What follows belongs to an exercise in optimizing a design on an open flow for small area, a short achievable clock period and few clock cycles per item; a production flow would make more cautious choices. In this exercise RTL edits were held to simulation tests only and were not proved equivalent to the original.

==> build 74: inputs <==
==> flow/design.v (excerpt) <==
module pi_ctrl (
    input  wire        clk,
    input  wire        rst,           
    input  wire        in_valid,
    output wire        in_ready,
    input  wire [31:0] ref_in,
    input  wire [31:0] fb_in,
    input  wire [31:0] trk_in,
    input  wire [31:0] trken_in,
    input  wire [31:0] lo_in,
    input  wire [31:0] hi_in,
    input  wire [4:0]  conn,          
    input  wire [31:0] kp,            
    input  wire [31:0] kit,           
    input  wire [31:0] lo_p,          
    input  wire [31:0] hi_p,          
    input  wire [4:0]  trk_bit,       
    input  wire        flag_clr,      
    output reg         out_valid,
    output reg  [31:0] y,
    output reg  [31:0] flg,
    output reg         sat
);
Settings: LEC_CHECK=0, ABC_AREA=1, ABC_CLOCK_PERIOD_IN_PS=10000, CAP_MARGIN=20, CORE_MARGIN=2, CORE_UTILIZATION=50, CTS_CLUSTER_DIAMETER=100, CTS_CLUSTER_SIZE=20, SETUP_SLACK_MARGIN=2, SLEW_MARGIN=20; clock period 44.0 ns.
standard.sh (not shown) runs the stock make flow with config.mk's settings and CLKGATE_MAP_FILE= SYNTH_SCRIPT=/design/flow/synth_recipe.tcl, a recipe that flattens the netlist after the stock synthesis.
==> flow/flow/run.sh <==
#!/bin/bash
# The standard layout, with plain buffers (buf_2) on the ports instead of
# the delay buffers buffer_ports would otherwise pick.
set -euo pipefail
export BUFFER_PORTS_ARGS="-buffer_cell sky130_fd_sc_hd__buf_2"
bash standard.sh > standard_flow.log 2>&1
==> build 59: changes against build 74 <==
--- a/flow/design.v
+++ b/flow/design.v
@@ -183,17 +183,15 @@
     bk_add32 u_lom1 (.a(lo_c), .b(32'hFFFF_FFFF), .cin(1'b0), .s(lo_m1), .cout(lo_m1_co));
     wire signed [64:0] k_lo = {{9{lo_m1[31]}}, lo_m1, 1'b1, 22'd0, lo_le0};
     wire               v_gt_hi = (acc >= k_hi) && (hi_c != 32'sh7FFF_FFFF);
     wire               v_lt_lo = (acc <  k_lo) && (lo_c != 32'sh8000_0000);
     wire signed [31:0] y_n = v_lt_lo ? (lohi2 ? hi_c : lo_c) : (v_gt_hi ? hi_c : v);
     wire               limited_n = (y_n != v);
     wire               hold  = (v_gt_hi && dpos2) || (v_lt_lo && dneg2);
-    wire signed [65:0] sum;
-    wire               sum_co;
-    bk_add66 u_sum (.a({{2{i_q[63]}}, i_q}), .b({kd[64], kd}), .cin(1'b0), .s(sum), .cout(sum_co));
+    wire signed [65:0] sum   = {{2{i_q[63]}}, i_q} + {kd[64], kd};
     wire               sum_ovf = (sum[65:63] != 3'b000) && (sum[65:63] != 3'b111);
     wire signed [63:0] i_sum = !sum_ovf ? sum[63:0] : (sum[65] ? S64_MIN : S64_MAX);
     wire signed [41:0] lo42    = {{10{lo_c[31]}}, lo_c};
     wire signed [41:0] hi42    = {{10{hi_c[31]}}, hi_c};
     wire signed [41:0] i_top   = {{2{i_q[63]}}, i_q[63:24]};
     wire               i_lo_l  = i_top < lo42;
     wire               i_hi_g  = (i_top > hi42) ||
@@ -3003,197 +3001,7 @@
     wire gn119 = g0[60] | (p0[60] & gn74);
     wire gn120 = g0[62] | (p0[62] & gn89);
     wire gn121 = g0[64] | (p0[64] & gn63);
     wire [64:0] cc = {gn63, gn120, gn89, gn119, gn74, gn118, gn88, gn117, gn67, gn116, gn87, gn115, gn73, gn114, gn86, gn113, gn64, gn112, gn85, gn111, gn72, gn110, gn84, gn109, gn66, gn108, gn83, gn107, gn71, gn106, gn82, gn105, gn61, gn104, gn81, gn103, gn70, gn102, gn80, gn101, gn65, gn100, gn79, gn99, gn69, gn98, gn78, gn97, gn57, gn96, gn77, gn95, gn68, gn94, gn76, gn93, gn49, gn92, gn75, gn91, gn33, gn90, gn1, gc0, cin};
     assign s = p0 ^ cc;
     assign cout = gn121;
 endmodule
-module bk_add66 (input wire [65:0] a, input wire [65:0] b, input wire cin,
-    output wire [65:0] s, output wire cout);
-    wire [65:0] p0 = a ^ b;
-    wire [65:0] g0 = a & b;
-    wire gc0 = g0[0] | (p0[0] & cin);
-    wire gn1 = g0[1] | (p0[1] & gc0);
-    wire gn2 = g0[3] | (p0[3] & g0[2]);
-    wire pn2 = p0[3] & p0[2];
-    wire gn3 = g0[5] | (p0[5] & g0[4]);
-    wire pn3 = p0[5] & p0[4];
-    wire gn4 = g0[7] | (p0[7] & g0[6]);
-    wire pn4 = p0[7] & p0[6];
-    wire gn5 = g0[9] | (p0[9] & g0[8]);
-    wire pn5 = p0[9] & p0[8];
-    wire gn6 = g0[11] | (p0[11] & g0[10]);
-    wire pn6 = p0[11] & p0[10];
-    wire gn7 = g0[13] | (p0[13] & g0[12]);
-    wire pn7 = p0[13] & p0[12];
-    wire gn8 = g0[15] | (p0[15] & g0[14]);
-    wire pn8 = p0[15] & p0[14];
-    wire gn9 = g0[17] | (p0[17] & g0[16]);
-    wire pn9 = p0[17] & p0[16];
-    wire gn10 = g0[19] | (p0[19] & g0[18]);
-    wire pn10 = p0[19] & p0[18];
-    wire gn11 = g0[21] | (p0[21] & g0[20]);
-    wire pn11 = p0[21] & p0[20];
-    wire gn12 = g0[23] | (p0[23] & g0[22]);
-    wire pn12 = p0[23] & p0[22];
-    wire gn13 = g0[25] | (p0[25] & g0[24]);
-    wire pn13 = p0[25] & p0[24];
-    wire gn14 = g0[27] | (p0[27] & g0[26]);
-    wire pn14 = p0[27] & p0[26];
-    wire gn15 = g0[29] | (p0[29] & g0[28]);
-    wire pn15 = p0[29] & p0[28];
-    wire gn16 = g0[31] | (p0[31] & g0[30]);
-    wire pn16 = p0[31] & p0[30];
-    wire gn17 = g0[33] | (p0[33] & g0[32]);
-    wire pn17 = p0[33] & p0[32];
-    wire gn18 = g0[35] | (p0[35] & g0[34]);
-    wire pn18 = p0[35] & p0[34];
-    wire gn19 = g0[37] | (p0[37] & g0[36]);
-    wire pn19 = p0[37] & p0[36];
-    wire gn20 = g0[39] | (p0[39] & g0[38]);
-    wire pn20 = p0[39] & p0[38];
-    wire gn21 = g0[41] | (p0[41] & g0[40]);
-    wire pn21 = p0[41] & p0[40];
-    wire gn22 = g0[43] | (p0[43] & g0[42]);
-    wire pn22 = p0[43] & p0[42];
-    wire gn23 = g0[45] | (p0[45] & g0[44]);
-    wire pn23 = p0[45] & p0[44];
-    wire gn24 = g0[47] | (p0[47] & g0[46]);
-    wire pn24 = p0[47] & p0[46];
-    wire gn25 = g0[49] | (p0[49] & g0[48]);
-    wire pn25 = p0[49] & p0[48];
-    wire gn26 = g0[51] | (p0[51] & g0[50]);
-    wire pn26 = p0[51] & p0[50];
-    wire gn27 = g0[53] | (p0[53] & g0[52]);
-    wire pn27 = p0[53] & p0[52];
-    wire gn28 = g0[55] | (p0[55] & g0[54]);
-    wire pn28 = p0[55] & p0[54];
-    wire gn29 = g0[57] | (p0[57] & g0[56]);
-    wire pn29 = p0[57] & p0[56];
-    wire gn30 = g0[59] | (p0[59] & g0[58]);
-    wire pn30 = p0[59] & p0[58];
-    wire gn31 = g0[61] | (p0[61] & g0[60]);
-    wire pn31 = p0[61] & p0[60];
-    wire gn32 = g0[63] | (p0[63] & g0[62]);
-    wire pn32 = p0[63] & p0[62];
-    wire gn33 = g0[65] | (p0[65] & g0[64]);
-    wire pn33 = p0[65] & p0[64];
-    wire gn34 = gn2 | (pn2 & gn1);
-    wire gn35 = gn4 | (pn4 & gn3);
-    wire pn35 = pn4 & pn3;
-    wire gn36 = gn6 | (pn6 & gn5);
-    wire pn36 = pn6 & pn5;
-    wire gn37 = gn8 | (pn8 & gn7);
-    wire pn37 = pn8 & pn7;
-    wire gn38 = gn10 | (pn10 & gn9);
-    wire pn38 = pn10 & pn9;
-    wire gn39 = gn12 | (pn12 & gn11);
-    wire pn39 = pn12 & pn11;
-    wire gn40 = gn14 | (pn14 & gn13);
-    wire pn40 = pn14 & pn13;
-    wire gn41 = gn16 | (pn16 & gn15);
-    wire pn41 = pn16 & pn15;
-    wire gn42 = gn18 | (pn18 & gn17);
-    wire pn42 = pn18 & pn17;
-    wire gn43 = gn20 | (pn20 & gn19);
-    wire pn43 = pn20 & pn19;
-    wire gn44 = gn22 | (pn22 & gn21);
-    wire pn44 = pn22 & pn21;
-    wire gn45 = gn24 | (pn24 & gn23);
-    wire pn45 = pn24 & pn23;
-    wire gn46 = gn26 | (pn26 & gn25);
-    wire pn46 = pn26 & pn25;
-    wire gn47 = gn28 | (pn28 & gn27);
-    wire pn47 = pn28 & pn27;
-    wire gn48 = gn30 | (pn30 & gn29);
-    wire pn48 = pn30 & pn29;
-    wire gn49 = gn32 | (pn32 & gn31);
-    wire pn49 = pn32 & pn31;
-    wire gn50 = gn35 | (pn35 & gn34);
-    wire gn51 = gn37 | (pn37 & gn36);
-    wire pn51 = pn37 & pn36;
-    wire gn52 = gn39 | (pn39 & gn38);
-    wire pn52 = pn39 & pn38;
-    wire gn53 = gn41 | (pn41 & gn40);
-    wire pn53 = pn41 & pn40;
-    wire gn54 = gn43 | (pn43 & gn42);
-    wire pn54 = pn43 & pn42;
-    wire gn55 = gn45 | (pn45 & gn44);
-    wire pn55 = pn45 & pn44;
-    wire gn56 = gn47 | (pn47 & gn46);
-    wire pn56 = pn47 & pn46;
-    wire gn57 = gn49 | (pn49 & gn48);
-    wire pn57 = pn49 & pn48;
-    wire gn58 = gn51 | (pn51 & gn50);
-    wire gn59 = gn53 | (pn53 & gn52);
-    wire pn59 = pn53 & pn52;
-    wire gn60 = gn55 | (pn55 & gn54);
-    wire pn60 = pn55 & pn54;
-    wire gn61 = gn57 | (pn57 & gn56);
-    wire pn61 = pn57 & pn56;
-    wire gn62 = gn59 | (pn59 & gn58);
-    wire gn63 = gn61 | (pn61 & gn60);
-    wire pn63 = pn61 & pn60;
-    wire gn64 = gn63 | (pn63 & gn62);
-    wire gn65 = gn60 | (pn60 & gn62);
-    wire gn66 = gn52 | (pn52 & gn58);
-    wire gn67 = gn54 | (pn54 & gn62);
-    wire gn68 = gn56 | (pn56 & gn65);
-    wire gn69 = gn36 | (pn36 & gn50);
-    wire gn70 = gn38 | (pn38 & gn58);
-    wire gn71 = gn40 | (pn40 & gn66);
-    wire gn72 = gn42 | (pn42 & gn62);
-    wire gn73 = gn44 | (pn44 & gn67);
-    wire gn74 = gn46 | (pn46 & gn65);
-    wire gn75 = gn48 | (pn48 & gn68);
-    wire gn76 = gn3 | (pn3 & gn34);
-    wire gn77 = gn5 | (pn5 & gn50);
-    wire gn78 = gn7 | (pn7 & gn69);
-    wire gn79 = gn9 | (pn9 & gn58);
-    wire gn80 = gn11 | (pn11 & gn70);
-    wire gn81 = gn13 | (pn13 & gn66);
-    wire gn82 = gn15 | (pn15 & gn71);
-    wire gn83 = gn17 | (pn17 & gn62);
-    wire gn84 = gn19 | (pn19 & gn72);
-    wire gn85 = gn21 | (pn21 & gn67);
-    wire gn86 = gn23 | (pn23 & gn73);
-    wire gn87 = gn25 | (pn25 & gn65);
-    wire gn88 = gn27 | (pn27 & gn74);
-    wire gn89 = gn29 | (pn29 & gn68);
-    wire gn90 = gn31 | (pn31 & gn75);
-    wire gn91 = gn33 | (pn33 & gn64);
-    wire gn92 = g0[2] | (p0[2] & gn1);
-    wire gn93 = g0[4] | (p0[4] & gn34);
-    wire gn94 = g0[6] | (p0[6] & gn76);
-    wire gn95 = g0[8] | (p0[8] & gn50);
-    wire gn96 = g0[10] | (p0[10] & gn77);
-    wire gn97 = g0[12] | (p0[12] & gn69);
-    wire gn98 = g0[14] | (p0[14] & gn78);
-    wire gn99 = g0[16] | (p0[16] & gn58);
-    wire gn100 = g0[18] | (p0[18] & gn79);
-    wire gn101 = g0[20] | (p0[20] & gn70);
-    wire gn102 = g0[22] | (p0[22] & gn80);
-    wire gn103 = g0[24] | (p0[24] & gn66);
-    wire gn104 = g0[26] | (p0[26] & gn81);
-    wire gn105 = g0[28] | (p0[28] & gn71);
-    wire gn106 = g0[30] | (p0[30] & gn82);
-    wire gn107 = g0[32] | (p0[32] & gn62);
-    wire gn108 = g0[34] | (p0[34] & gn83);
-    wire gn109 = g0[36] | (p0[36] & gn72);
-    wire gn110 = g0[38] | (p0[38] & gn84);
-    wire gn111 = g0[40] | (p0[40] & gn67);
-    wire gn112 = g0[42] | (p0[42] & gn85);
-    wire gn113 = g0[44] | (p0[44] & gn73);
-    wire gn114 = g0[46] | (p0[46] & gn86);
-    wire gn115 = g0[48] | (p0[48] & gn65);
-    wire gn116 = g0[50] | (p0[50] & gn87);
-    wire gn117 = g0[52] | (p0[52] & gn74);
-    wire gn118 = g0[54] | (p0[54] & gn88);
-    wire gn119 = g0[56] | (p0[56] & gn68);
-    wire gn120 = g0[58] | (p0[58] & gn89);
-    wire gn121 = g0[60] | (p0[60] & gn75);
-    wire gn122 = g0[62] | (p0[62] & gn90);
-    wire gn123 = g0[64] | (p0[64] & gn64);
-    wire [65:0] cc = {gn123, gn64, gn122, gn90, gn121, gn75, gn120, gn89, gn119, gn68, gn118, gn88, gn117, gn74, gn116, gn87, gn115, gn65, gn114, gn86, gn113, gn73, gn112, gn85, gn111, gn67, gn110, gn84, gn109, gn72, gn108, gn83, gn107, gn62, gn106, gn82, gn105, gn71, gn104, gn81, gn103, gn66, gn102, gn80, gn101, gn70, gn100, gn79, gn99, gn58, gn98, gn78, gn97, gn69, gn96, gn77, gn95, gn50, gn94, gn76, gn93, gn34, gn92, gn1, gc0, cin};
-    assign s = p0 ^ cc;
-    assign cout = gn91;
-endmodule
--- a/flow/config.mk
+++ b/flow/config.mk
@@ -6,11 +6,11 @@
 export NUM_CORES = 4
 export LEC_CHECK = 0
 export ABC_AREA = 1
 export ABC_CLOCK_PERIOD_IN_PS = 10000
 export CAP_MARGIN = 20
 export CORE_MARGIN = 2
 export CORE_UTILIZATION = 50
-export CTS_CLUSTER_DIAMETER = 100
-export CTS_CLUSTER_SIZE = 20
+export CTS_CLUSTER_DIAMETER = 120
+export CTS_CLUSTER_SIZE = 24
 export SETUP_SLACK_MARGIN = 2
 export SLEW_MARGIN = 20
==> trial 69: changes against build 74 <==
--- a/flow/design.v
+++ b/flow/design.v
@@ -19,24 +19,21 @@
     output reg         out_valid,
     output reg  [31:0] y,
     output reg  [31:0] flg,
     output reg         sat
 );
     localparam signed [63:0] S64_MAX = 64'sh7FFF_FFFF_FFFF_FFFF;
     localparam signed [63:0] S64_MIN = -64'sh7FFF_FFFF_FFFF_FFFF - 64'sd1;
-    reg        rst_q;
-    always @(posedge clk) rst_q <= rst;
     reg        rdy_q;                 
     reg        rdy_o;                 
     reg        adjq;                  
     reg        v1;
-    reg [31:0] ref1, fb1, trk1, loi1, hii1, lop1, hip1, kp1, kit1;
-    reg [4:0]  conn1;
+    reg [31:0] ref1, fb1, trk1, trken1, loi1, hii1, lop1, hip1, kp1, kit1;
+    reg [4:0]  conn1, tbit1;
     reg        fclr1;
-    reg        track1;                
     assign in_ready = rdy_o;
     wire kp_same = v1 && (kp == kp1);
     always @(posedge clk) begin
         if (rst) begin
             rdy_q <= 1'b1;
             rdy_o <= 1'b1;
             adjq  <= 1'b0;
@@ -47,94 +44,85 @@
             adjq  <= in_valid && !adjq && !kp_same;
             if (rdy_q) v1 <= in_valid;
         end
         if (rdy_q) begin
             ref1   <= ref_in;
             fb1    <= fb_in;
             trk1   <= trk_in;
-            track1 <= conn[2] && trken_in[trk_bit];
+            trken1 <= trken_in;
             loi1   <= lo_in;
             hii1   <= hi_in;
             lop1   <= lo_p;
             hip1   <= hi_p;
             kp1    <= kp;
             kit1   <= kit;
             conn1  <= conn;
+            tbit1  <= trk_bit;
             fclr1  <= flag_clr;
         end
     end
     wire adjA  = adjq;                
     wire normA = v1 && !adjq;         
+    reg signed [31:0] kpu;            
+    reg signed [31:0] eprev;          
     wire signed [31:0] ref_s = ref1;
     wire signed [31:0] fb_s  = conn1[0] ? fb1  : 32'd0;
     wire signed [31:0] trk_s = conn1[1] ? trk1 : 32'd0;
-    wire               tracking = track1;
+    wire               tracking = conn1[2] && trken1[tbit1];
     wire signed [32:0] e_full;
     wire               e_co;
     bk_add33 u_esub (.a({ref_s[31], ref_s}), .b(~{fb_s[31], fb_s}), .cin(1'b1), .s(e_full), .cout(e_co));
     wire signed [31:0] e = (e_full[32] != e_full[31]) ?
                            (e_full[32] ? 32'sh8000_0000 : 32'sh7FFF_FFFF) : e_full[31:0];
     wire signed [31:0] lo_ps = lop1;
     wire signed [31:0] hi_ps = hip1;
     wire signed [31:0] lo_is = loi1;
     wire signed [31:0] hi_is = hii1;
     wire signed [31:0] lo = (conn1[3] && lo_is > lo_ps) ? lo_is : lo_ps;
     wire signed [31:0] hi = (conn1[4] && hi_is < hi_ps) ? hi_is : hi_ps;
     wire signed [32:0] dkp;
     wire               dkp_co;
-    bk_add33 u_dkp (.a({kpb[31], kpb}), .b(~{kp1[31], kp1}), .cin(1'b1), .s(dkp), .cout(dkp_co));
+    bk_add33 u_dkp (.a({kpu[31], kpu}), .b(~{kp1[31], kp1}), .cin(1'b1), .s(dkp), .cout(dkp_co));
     wire kit_nz = |kit1;
     wire e_nz   = |e;
     wire dpos_a = kit_nz && e_nz && (kit1[31] == e[31]);
     wire dneg_a = kit_nz && e_nz && (kit1[31] != e[31]);
-    wire [32:0] ey = {e, 1'b0};
-    wire [15:0] e_one, e_two, e_neg;
-    genvar gi;
-    generate for (gi = 0; gi < 16; gi = gi + 1) begin : g_enc
-        assign e_one[gi] = ey[2*gi+1] ^ ey[2*gi];
-        assign e_two[gi] = (ey[2*gi+2] & ~ey[2*gi+1] & ~ey[2*gi]) | (~ey[2*gi+2] & ey[2*gi+1] & ey[2*gi]);
-        assign e_neg[gi] = ey[2*gi+2];
-    end endgenerate
     reg        adjb, normb;
-    reg [31:0] kpb;
-    reg [15:0] y1b, y2b, ynb;
+    reg [31:0] kpb, yb;
     reg [32:0] xb;
     reg [31:0] lob, hib, trkb;
     reg        trackb, fclrb, dposb, dnegb;
     always @(posedge clk) begin
         if (rst) begin
             adjb  <= 1'b0;
             normb <= 1'b0;
+            kpu   <= 32'd0;
+            eprev <= 32'd0;
         end else begin
             adjb  <= adjA;
             normb <= normA;
+            if (normA) begin
+                kpu   <= kp1;
+                eprev <= e;
+            end
         end
-        if (rst_q) begin
-            kpb <= 32'd0;
-            y1b <= 16'd0;
-            y2b <= 16'd0;
-            ynb <= 16'd0;
-        end else if (normA) begin
-            kpb <= kp1;
-            y1b <= e_one;
-            y2b <= e_two;
-            ynb <= e_neg;
-        end
+        kpb    <= kp1;
         xb     <= adjA ? dkp : {kit1[31], kit1};
+        yb     <= adjA ? eprev : e;
         lob    <= lo;
         hib    <= hi;
         trkb   <= trk_s;
         trackb <= tracking;
         fclrb  <= fclr1;
         dposb  <= dpos_a;
         dnegb  <= dneg_a;
     end
     wire [63:0] pa;                   
     wire [64:0] pb;                   
-    pi_mul u_mul (.x0(kpb), .x1(xb), .b_one(y1b), .b_two(y2b), .b_neg(ynb), .p0(pa), .p1(pb));
+    pi_mul u_mul (.x0(kpb), .x1(xb), .y(yb), .p0(pa), .p1(pb));
     wire signed [31:0] lo_m  = lob;
     wire signed [31:0] hi_m  = hib;
     wire signed [31:0] trk_m = trkb;
     wire signed [31:0] t_lo  = (trk_m < lo_m) ? lo_m : trk_m;
     wire signed [31:0] t     = (t_lo > hi_m) ? hi_m : t_lo;
     reg        adj2, norm2;
     reg [63:0] kpe2;
@@ -163,15 +151,20 @@
     end
     reg signed [63:0] i_q;            
     reg               lim_order_q;    
     wire signed [63:0] kpe  = kpe2;
     wire signed [64:0] kd   = kd2;
     wire signed [31:0] lo_c = lo2;
     wire signed [31:0] hi_c = hi2;
-    wire signed [64:0] acc = {kpe[63], kpe} + {i_q[63], i_q};
+    wire signed [31:0] t_c = t2;
+    wire        [64:0] acc_a = trk2 ? {{9{t_c[31]}}, t_c, 24'd0} : {i_q[63], i_q};
+    wire        [64:0] acc_b = trk2 ? ~{kpe[63], kpe} : {kpe[63], kpe};
+    wire signed [64:0] acc;
+    wire               acc_co;
+    bk_add65 u_acc (.a(acc_a), .b(acc_b), .cin(trk2), .s(acc), .cout(acc_co));
     wire               s_neg  = acc[64];
     wire               rnd_up = acc[23] && (!s_neg || (|acc[22:0]));
     wire signed [40:0] q;
     wire               q_co;
     bk_add41 u_rnd (.a(acc[64:24]), .b(41'd0), .cin(rnd_up), .s(q), .cout(q_co));
     wire               q_hi   = !q[40] && (|q[39:31]);
     wire               q_lo   = q[40] && !(&q[39:31]);
@@ -204,29 +197,24 @@
                                  ((s_top == hi42) && (|sum[23:0]));
     wire               x_lo_l  = hold ? i_lo_l : s_lo_l;
     wire               x_hi_g  = hold ? i_hi_g : s_hi_g;
     wire signed [63:0] lo_acc  = {{8{lo_c[31]}}, lo_c, 24'd0};
     wire signed [63:0] hi_acc  = {{8{hi_c[31]}}, hi_c, 24'd0};
     wire signed [63:0] i_n = x_lo_l ? (lohi2 ? hi_acc : lo_acc) :
                              x_hi_g ? hi_acc : (hold ? i_q : i_sum);
-    wire signed [31:0] t_c = t2;
-    wire signed [63:0] i_t;
-    wire               i_t_co;
-    bk_add64 u_it (.a({{8{t_c[31]}}, t_c, 24'd0}), .b(~kpe), .cin(1'b1), .s(i_t), .cout(i_t_co));
+    wire signed [63:0] i_t = acc[63:0];
     wire lim_sticky = (lim_order_q && !fclr2) || lohi2;
     wire limited    = trk2 ? limt2 : limited_n;
     always @(posedge clk) begin
-        if (rst)
-            out_valid <= 1'b0;
-        else
-            out_valid <= norm2;
-        if (rst_q) begin
+        if (rst) begin
             i_q         <= 64'd0;
             lim_order_q <= 1'b0;
+            out_valid   <= 1'b0;
         end else begin
+            out_valid <= norm2;
             if (adj2)
                 i_q <= i_sum;
             else if (norm2)
                 i_q <= trk2 ? i_t : i_n;
             if (norm2)
                 lim_order_q <= lim_sticky;
         end
@@ -234,21 +222,26 @@
         flg <= {16'd0, 7'd0, lim_sticky, 6'd0, trk2, limited};
         sat <= trk2 ? limt2 : (limited_n || q_hi || q_lo);
     end
 endmodule
 module pi_mul (
     input  wire [31:0] x0,
     input  wire [32:0] x1,
-    input  wire [15:0] b_one,
-    input  wire [15:0] b_two,
-    input  wire [15:0] b_neg,
+    input  wire [31:0] y,
     output wire [63:0] p0,
     output wire [64:0] p1
 );
+    wire [32:0] yy = {y, 1'b0};
+    wire [15:0] b_one, b_two, b_neg;
     genvar g;
+    generate for (g = 0; g < 16; g = g + 1) begin : enc
+        assign b_one[g] = yy[2*g+1] ^ yy[2*g];
+        assign b_two[g] = (yy[2*g+2] & ~yy[2*g+1] & ~yy[2*g]) | (~yy[2*g+2] & yy[2*g+1] & yy[2*g]);
+        assign b_neg[g] = yy[2*g+2];
+    end endgenerate
     wire [33:0] xe0 = {x0[31], x0, 1'b0};
     wire [32:0] pp0_0;
     generate for (g = 0; g < 33; g = g + 1) begin : gsel0_0
         assign pp0_0[g] = ((b_one[0] & xe0[g+1]) | (b_two[0] & xe0[g])) ^ b_neg[0];
     end endgenerate
     wire [32:0] pp0_1;
     generate for (g = 0; g < 33; g = g + 1) begin : gsel0_1
==> flow/run.sh (new file) <==
#!/bin/bash
# synth_recipe.tcl (not shown) runs the flow's synth.tcl, then flattens the netlist and writes it again
# the make line also repeats each setting of config.mk as NAME=value (left out here)
make -C /OpenROAD-flow-scripts/flow DESIGN_CONFIG=/design/flow/config.mk WORK_HOME=/design/flow/orfs CLKGATE_MAP_FILE= SYNTH_SCRIPT=/design/flow/synth_recipe.tcl finish
--- a/flow/config.mk
+++ b/flow/config.mk
@@ -6,11 +6,9 @@
 export NUM_CORES = 4
 export LEC_CHECK = 0
 export ABC_AREA = 1
 export ABC_CLOCK_PERIOD_IN_PS = 10000
 export CAP_MARGIN = 20
 export CORE_MARGIN = 2
 export CORE_UTILIZATION = 50
-export CTS_CLUSTER_DIAMETER = 100
-export CTS_CLUSTER_SIZE = 20
 export SETUP_SLACK_MARGIN = 2
 export SLEW_MARGIN = 20
removed: flow/flow/run.sh
removed: flow/standard.sh
==> impl_metrics.toml <==
[outcome]
status = "timing/DRC/antenna clean"

[layout]
final_cell_mix = "inv_1 (1888), nand2_1 (1742), xor2_1 (1154)"

[setup_path]
r2r_start = "trk2"

[die]
core_mm2 = 0.198

[clock_network]
clkSinkCount = 933
# the run above: trial 69

==> impl_metrics.toml <==
[outcome]
status = "timing/DRC/antenna clean"

[placement]
placed_area_mm2 = 0.104

[setup_path]
r2r_start = "lo2[1]"
critPathSlowestCell = "dfxtp_1"

[die]
core_mm2 = 0.199

[layout]
final_cell_mix = "inv_1 (1993), nand2_1 (1805), xor2_1 (1198)"

[yosys]
yosysTopAreaCellShare = 0.197

[clock_network]
clkSinkCount = 849
# the run above: build 74

==> impl_metrics.toml <==
[outcome]
status = "timing/DRC/antenna clean"

[route]
postRouteAntennaNets = 0

[setup_path]
cp-endpoint = "in_ready"

[global_route]
grt_antenna_before_repair = 26

[layout]
final_cell_mix = "inv_1 (2042), nand2_1 (1886), xor2_1 (1222)"
reg.largest.list = "kd2 x65, i_q x64, kpe2 x64"

[timing]
fin_ws_ns = 33.94

[yosys]
synth_area_leader_cell = "fa_1"
syn_inst = 12600

[die]
core_mm2 = 0.202

[clock_network]
clkSinkCount = 849
# the run above: build 59

Testbench counts of build 74, summed over its fixed seeds: cycles 16,547, execs 16,000.
Testbench counts of build 59, summed over its fixed seeds: cycles 16,547, execs 16,000.
Testbench counts of trial 69, summed over its fixed seeds: cycles 16,547, execs 16,000.

[separate check: timing with driven ports]
In the flow no input, the clock included, has a driving cell. The finished layouts below were timed again as built, in two steps.
Step 1, drivers: a clkbuf_16 drives clk and a buf_2 each remaining input, both assumed.
Step 2 times the ports against the registers' clock, not the clock port: input delays grow and output delays shrink by t, the midpoint of the rising clock arrivals with the driver on.
a / b / c = ideal ports / drivers / drivers and shift; a / b = the first two.
run | t (ns) | slack for setup (ns) | worst hold slack (ns) | clock arrival spread, ns | worst register clock-pin slew, ns
build 74 | 0.835 | 33.969 / 33.878 / 33.521 | 0.337 / 0.337 / 0.337 | 0.063 / 0.064 | 0.10 / 0.10
build 59 | 0.817 | 33.944 / 33.852 / 33.294 | 0.336 / 0.336 / 0.336 | 0.047 / 0.047 | 0.11 / 0.11
trial 69 | 0.844 | 32.096 / 32.096 / 32.096 | 0.316 / 0.316 / 0.316 | 0.034 / 0.034 | 0.07 / 0.07
After both steps setup and hold are still met in every run listed. The setup slack of build 59, which loses most, moves by -0.092 ns with the drivers and by -0.650 ns with both steps.
